What follows belongs to an exercise in optimizing a design on an open flow for small area, a short achievable clock period and few clock cycles per item; a production flow would make more cautious choices. Where RTL was checked, it was by simulation tests only, not by an equivalence proof against the original.

==> harbor: inputs <==
==> flow/design.v (excerpt) <==
module sip_weight (
    input  wire         clk,
    input  wire         rst,           
    input  wire         in_valid,
    output wire         in_ready,
    input  wire [127:0] in_key,        
    input  wire [31:0]  in_bin,        
    input  wire [15:0]  in_slot,       
    output reg          out_valid,
    input  wire         out_ready,
    output reg  [63:0]  out_weight
);
==> module sip_weight, before the edit <==
module sip_weight (
    input  wire         clk,
    input  wire         rst,           
    input  wire         in_valid,
    output wire         in_ready,
    input  wire [127:0] in_key,        
    input  wire [31:0]  in_bin,        
    input  wire [15:0]  in_slot,       
    output reg          out_valid,
    input  wire         out_ready,
    output reg  [63:0]  out_weight
);
    localparam integer DEPTH = 7;      
    localparam integer CAP   = DEPTH + 1;
    reg  [63:0]  k0_s0, k1_s0;         
    reg  [47:0]  m_s0, m_s1;           
    reg  [5:0]   vld;                  
    reg  [255:0] st1, st2, st3, st4, st5;
    wire [63:0]  m0 = {8'h06, 8'h00, m_s0};
    wire [63:0]  m1 = {8'h06, 8'h00, m_s1};
    wire [255:0] init = {k1_s0 ^ 64'h7465646279746573 ^ m0,
                         k0_s0 ^ 64'h6c7967656e657261,
                         k1_s0 ^ 64'h646f72616e646f6d,
                         k0_s0 ^ 64'h736f6d6570736575};
    wire [255:0] r1, r2, r3, r4, r5;
    wire [63:0]  res;
    sipround u_r1 (.v(init), .o(r1));
    sipround u_r2 (.v(st1),  .o(r2));
    sipround u_r3 (.v(st2),  .o(r3));
    sipround u_r4 (.v(st3),  .o(r4));
    sipround u_r5 (.v(st4),  .o(r5));
    sipfinal u_r6 (.v(st5),  .w(res));
    wire         acc = in_valid && in_ready;
    always @(posedge clk) begin
        k0_s0 <= in_key[63:0];
        k1_s0 <= in_key[127:64];
        m_s0  <= {in_slot, in_bin};
        st1   <= r1;
        m_s1  <= m_s0;
        st2   <= r2 ^ {64'd0, 64'hff, 64'd0, m1};
        st3   <= r3;
        st4   <= r4;
        st5   <= r5;
        if (rst) vld <= 6'd0;
        else     vld <= {vld[4:0], acc};
    end
    reg  [63:0]  mem [0:DEPTH-1];
    reg  [2:0]   wp, rp;
    reg  [3:0]   fcnt;                 
    reg  [3:0]   cnt;                  
    reg          rdy;
    assign in_ready = rdy;
    wire         res_v   = vld[5];
    wire         xfer    = out_valid && out_ready;
    wire         o_free  = !out_valid || out_ready;
    wire         f_empty = (fcnt == 4'd0);
    wire         f_pop   = o_free && !f_empty;
    wire         f_push  = res_v && !(o_free && f_empty);
    wire [3:0]   cnt_n   = cnt + {3'd0, acc} - {3'd0, xfer};
    always @(posedge clk) begin
        if (o_free)
            out_weight <= f_empty ? res : mem[rp];
        if (res_v)
            mem[wp] <= res;
        if (rst) begin
            out_valid <= 1'b0;
            wp   <= 3'd0;
            rp   <= 3'd0;
            fcnt <= 4'd0;
            cnt  <= 4'd0;
            rdy  <= 1'b1;
        end else begin
            if (o_free)
                out_valid <= !f_empty || res_v;
            if (f_push)
                wp <= (wp == DEPTH - 1) ? 3'd0 : wp + 3'd1;
            if (f_pop)
                rp <= (rp == DEPTH - 1) ? 3'd0 : rp + 3'd1;
            fcnt <= fcnt + {3'd0, f_push} - {3'd0, f_pop};
            cnt  <= cnt_n;
            rdy  <= (cnt_n < CAP);
        end
    end
endmodule
==> module sipround, before the edit <==
module sipround (
    input  wire [255:0] v,
    output wire [255:0] o
);
    wire [63:0] v0 = v[63:0], v1 = v[127:64], v2 = v[191:128], v3 = v[255:192];
    wire [63:0] a0 = v0 + v1;
    wire [63:0] a2 = v2 + v3;
    wire [63:0] x1 = {v1[50:0], v1[63:51]} ^ a0;       
    wire [63:0] x3 = {v3[47:0], v3[63:48]} ^ a2;       
    wire [63:0] b0 = {a0[31:0], a0[63:32]} + x3;       
    wire [63:0] b2 = a2 + x1;
    assign o[255:192] = {x3[42:0], x3[63:43]} ^ b0;    
    assign o[127:64]  = {x1[46:0], x1[63:47]} ^ b2;    
    assign o[63:0]    = b0;
    assign o[191:128] = {b2[31:0], b2[63:32]};         
endmodule
==> module sipfinal, before the edit <==
module sipfinal (
    input  wire [255:0] v,
    output wire [63:0]  w
);
    wire [63:0] v0 = v[63:0], v1 = v[127:64], v2 = v[191:128], v3 = v[255:192];
    wire [63:0] a0 = v0 + v1;
    wire [63:0] a2 = v2 + v3;
    wire [63:0] x1 = {v1[50:0], v1[63:51]} ^ a0;
    wire [63:0] x3 = {v3[47:0], v3[63:48]} ^ a2;
    wire [63:0] b2 = a2 + x1;
    assign w = {x1[46:0], x1[63:47]} ^ {x3[42:0], x3[63:43]} ^ b2 ^ {b2[31:0], b2[63:32]};
endmodule
clock: 12.0 ns
lec_check: 0
cap_margin: 30
core_margin: 2
core_utilization: 40
setup_slack_margin: 5
slew_margin: 30
standard.sh (not shown) runs the stock make flow with config.mk's settings and CLKGATE_MAP_FILE= SYNTH_SCRIPT=/design/flow/synth_recipe.tcl, a recipe that flattens the netlist after the stock synthesis.
==> flow/flow/run.sh <==
#!/bin/bash
# Own layout flow: the standard layout (standard.sh), except that synthesis
# maps the logic with a delay-driven ABC script (flow/abc.script, map -D) and
# does not extract full/half-adder cells, which ORFS's default ABC script and
# adder mapping leave slow. Everything else, registers and their names
# included, is the standard synthesis and layout.
set -euo pipefail
work=$(pwd)
export OWN_ABC_SCRIPT="$work/flow/abc.script"
export OWN_ABC_D=3000
cat flow/synth_pre.tcl synth_recipe.tcl > own_synth.tcl
bash standard.sh SYNTH_SCRIPT="$work/own_synth.tcl" ADDER_MAP_FILE= finish > standard_make.log 2>&1
==> flow/flow/abc.script <==
strash
dch
map -D 3000
topo
buffer -c
upsize -D 3000
dnsize -D 3000
==> flow/flow/synth_pre.tcl <==
# Prepended to the standard flow's synthesis script: the same synthesis, but ABC maps the
# logic with flow/abc.script (delay-driven mapping) instead of ORFS's script.
proc abc {args} {
  set out {}
  set skip 0
  foreach a $args {
    if {$skip} { set skip 0; continue }
    if {$a eq "-script" || $a eq "-D"} { set skip 1; continue }
    lappend out $a
  }
  yosys abc -script $::env(OWN_ABC_SCRIPT) -D $::env(OWN_ABC_D) {*}$out
}
==> fjord: changes against harbor <==
==> flow/design.v (replaced) <==
module sip_weight (
    input  wire         clk,
    input  wire         rst,           
    input  wire         in_valid,
    output wire         in_ready,
    input  wire [127:0] in_key,        
    input  wire [31:0]  in_bin,        
    input  wire [15:0]  in_slot,       
    output reg          out_valid,
    input  wire         out_ready,
    output reg  [63:0]  out_weight
);
    localparam integer NST   = 12;     
    localparam integer DEPTH = NST + 1;  
    localparam integer CAP   = DEPTH + 1;
    reg  [63:0]  k0_s0, k1_s0;         
    reg  [47:0]  m_s0, m_s1, m_s2, m_s3;  
    reg  [NST-1:0] vld;                
    reg  [255:0] st1, st2, st3, st4, st5, st6, st7, st8, st9, st10;
    reg  [191:0] st11;
    wire [63:0]  m0 = {8'h06, 8'h00, m_s0};
    wire [63:0]  m3 = {8'h06, 8'h00, m_s3};
    wire [255:0] init = {k1_s0 ^ 64'h7465646279746573 ^ m0,
                         k0_s0 ^ 64'h6c7967656e657261,
                         k1_s0 ^ 64'h646f72616e646f6d,
                         k0_s0 ^ 64'h736f6d6570736575};
    wire [255:0] h1, h2, h3, h4, h5, h6, h7, h8, h9, h10, h11;
    wire [63:0]  res;
    siphalf_a u_h1  (.v(init), .o(h1));
    siphalf_b u_h2  (.v(st1),  .o(h2));
    siphalf_a u_h3  (.v(st2),  .o(h3));
    siphalf_b u_h4  (.v(st3),  .o(h4));
    siphalf_a u_h5  (.v(st4),  .o(h5));
    siphalf_b u_h6  (.v(st5),  .o(h6));
    siphalf_a u_h7  (.v(st6),  .o(h7));
    siphalf_b u_h8  (.v(st7),  .o(h8));
    siphalf_a u_h9  (.v(st8),  .o(h9));
    siphalf_b u_h10 (.v(st9),  .o(h10));
    siphalf_a u_h11 (.v(st10), .o(h11));
    sipfinal  u_h12 (.v(st11), .w(res));
    wire         acc = in_valid && in_ready;
    always @(posedge clk) begin
        k0_s0 <= in_key[63:0];
        k1_s0 <= in_key[127:64];
        m_s0  <= {in_slot, in_bin};
        m_s1  <= m_s0;
        m_s2  <= m_s1;
        m_s3  <= m_s2;
        st1   <= h1;
        st2   <= h2;
        st3   <= h3;
        st4   <= h4 ^ {64'd0, 64'hff, 64'd0, m3};
        st5   <= h5;
        st6   <= h6;
        st7   <= h7;
        st8   <= h8;
        st9   <= h9;
        st10  <= h10;
        st11  <= h11[255:64];          
        if (rst) vld <= {NST{1'b0}};
        else     vld <= {vld[NST-2:0], acc};
    end
    reg  [64*DEPTH-1:0] fifo;
    integer      i;
    reg  [3:0]   wp, rp;
    reg  [4:0]   fcnt;                 
    reg  [4:0]   cnt;                  
    reg          rdy;
    assign in_ready = rdy;
    wire         res_v   = vld[NST-1];
    wire         xfer    = out_valid && out_ready;
    wire         o_free  = !out_valid || out_ready;
    wire         f_empty = (fcnt == 5'd0);
    wire         f_pop   = o_free && !f_empty;
    wire         f_push  = res_v && !(o_free && f_empty);
    wire [4:0]   cnt_n   = cnt + {4'd0, acc} - {4'd0, xfer};
    reg  [63:0]  out_hold;
    wire [63:0]  head = f_empty ? res : fifo[64*rp +: 64];
    always @(posedge clk) begin
        if (o_free && (!f_empty || res_v))
            out_hold <= head;
        out_weight <= o_free ? head : out_hold;
        for (i = 0; i < DEPTH; i = i + 1)
            if (res_v && wp == i)
                fifo[64*i +: 64] <= res;
        if (rst) begin
            out_valid <= 1'b0;
            wp   <= 4'd0;
            rp   <= 4'd0;
            fcnt <= 5'd0;
            cnt  <= 5'd0;
            rdy  <= 1'b1;
        end else begin
            if (o_free)
                out_valid <= !f_empty || res_v;
            if (f_push)
                wp <= (wp == DEPTH - 1) ? 4'd0 : wp + 4'd1;
            if (f_pop)
                rp <= (rp == DEPTH - 1) ? 4'd0 : rp + 4'd1;
            fcnt <= fcnt + {4'd0, f_push} - {4'd0, f_pop};
            cnt  <= cnt_n;
            rdy  <= (cnt_n < CAP);
        end
    end
endmodule
module siphalf_a (
    input  wire [255:0] v,
    output wire [255:0] o
);
    wire [63:0] v0 = v[63:0], v1 = v[127:64], v2 = v[191:128], v3 = v[255:192];
    wire [63:0] a0 = v0 + v1;
    wire [63:0] a2 = v2 + v3;
    assign o[63:0]    = {a0[31:0], a0[63:32]};
    assign o[127:64]  = {v1[50:0], v1[63:51]} ^ a0;
    assign o[191:128] = a2;
    assign o[255:192] = {v3[47:0], v3[63:48]} ^ a2;
endmodule
module siphalf_b (
    input  wire [255:0] v,
    output wire [255:0] o
);
    wire [63:0] v0 = v[63:0], v1 = v[127:64], v2 = v[191:128], v3 = v[255:192];
    wire [63:0] b0 = v0 + v3;
    wire [63:0] b2 = v2 + v1;
    assign o[63:0]    = b0;
    assign o[127:64]  = {v1[46:0], v1[63:47]} ^ b2;
    assign o[191:128] = {b2[31:0], b2[63:32]};
    assign o[255:192] = {v3[42:0], v3[63:43]} ^ b0;
endmodule
module sipfinal (
    input  wire [191:0] v,
    output wire [63:0]  w
);
    wire [63:0] v1 = v[63:0], v2 = v[127:64], v3 = v[191:128];
    wire [63:0] b2 = v2 + v1;
    assign w = {v1[46:0], v1[63:47]} ^ {v3[42:0], v3[63:43]} ^ b2 ^ {b2[31:0], b2[63:32]};
endmodule
==> flow/flow/run.sh (replaced) <==
#!/bin/bash
set -euo pipefail
work=$(pwd)
export OWN_ABC_SCRIPT="$work/flow/abc.script"
export OWN_ABC_D=3000
OWN_SETUP_MARGIN=8.0
cat flow/synth_pre.tcl synth_recipe.tcl > own_synth.tcl
bash standard.sh SYNTH_SCRIPT="$work/own_synth.tcl" ADDER_MAP_FILE= \
  SYNTH_OPERATIONS_ARGS=-nofsm SETUP_SLACK_MARGIN="$OWN_SETUP_MARGIN" \
  finish > standard_make.log 2>&1
--- a/flow/flow/synth_pre.tcl
+++ b/flow/flow/synth_pre.tcl
@@ -10,2 +10,3 @@
   }
+  puts "OWN ABC: $::env(OWN_ABC_SCRIPT) D=$::env(OWN_ABC_D)"
   yosys abc -script $::env(OWN_ABC_SCRIPT) -D $::env(OWN_ABC_D) {*}$out
- CORE_UTILIZATION: 40 -> 62
- SETUP_SLACK_MARGIN: 5 -> default
==> qor summary <==
| item | harbor | fjord |
|---|---|---|
| Outcome | aborted with a tool error | complete, no violations |
| Failing step | global routing (5_1_grt) | - |
| Setup WS pre-CTS | 4.70 ns | 6.67 ns |
| Area share of and/or/nand/nor cells after synthesis | 27.1% | 17.2% |
| H-tree depth | 4 | 5 |
| Post-Synthesis Mean Instance Area | 6.53 sq um | 9.20 sq um |
| Count of buffers added by post-CTS timing repair for setup | 0 | 111 |
| Initial core utilization | 40.2% | 62.4% |
| Syn Std Cell Area | 0.163 sq mm | 0.171 sq mm |
| Total placed cells including tap cells | 30800 | 22400 |
| Post-synthesis sequential element count | 2041 | 4064 |
| Area after detailed placement | 0.176 sq mm | 0.178 sq mm |
| Number of unique standard cell types used by synthesis | 103 | 97 |
| Number of cells produced by synthesis | 25000 | 18600 |
| Parity-gate share of the synthesized area counting xor and xnor cells | 17.9% | 16.3% |
| Die Wd | 643 um | 529 um |
| Part of the Yosys area used for sequential elements | 28.2% | 52.8% |
| Area fraction in compound gates after synthesis | 18.8% | 9.07% |
| Height of the die | 643 um | 529 um |
| Proportion of netlist area held by the largest area contributor | 18.8% | 37.1% |
| Number of buffers added by the clock tree synthesis step | 237 | 404 |
| Post-synth EDFFs | 512 | 896 |
Testbench counts of fjord, summed over its fixed seeds: cycles 3,304, items 3,200.
Function not checked in harbor: the RTL went through the layout flow alone.

==> separate check: timing with driven ports <==
In the flow no input, the clock included, has a driving cell. The finished layout below was timed again as built, in two steps.
Step 1 sets driving cells, clkbuf_16 on the clock port and buf_2 on the other inputs (assumed; they add their load-dependent delay and slew).
Step 2 times the ports against the registers' clock, not the clock port: input delays grow and output delays shrink by t, the midpoint of the rising clock arrivals with the driver on.
a / b / c = ideal ports / drivers / drivers and shift; a / b = the first two.
run: fjord
t, ns: 1.074
setup WS [ns]: 7.785 / 7.785 / 7.245
worst setup path at the end: input to register
slew at the worst register clock pin (ns): 0.07 / 0.07
pins driven straight from the clock port: 1
After both steps fjord still meets setup and hold. The setup slack of fjord moves by 0.000 ns with the drivers and by -0.540 ns with both steps.
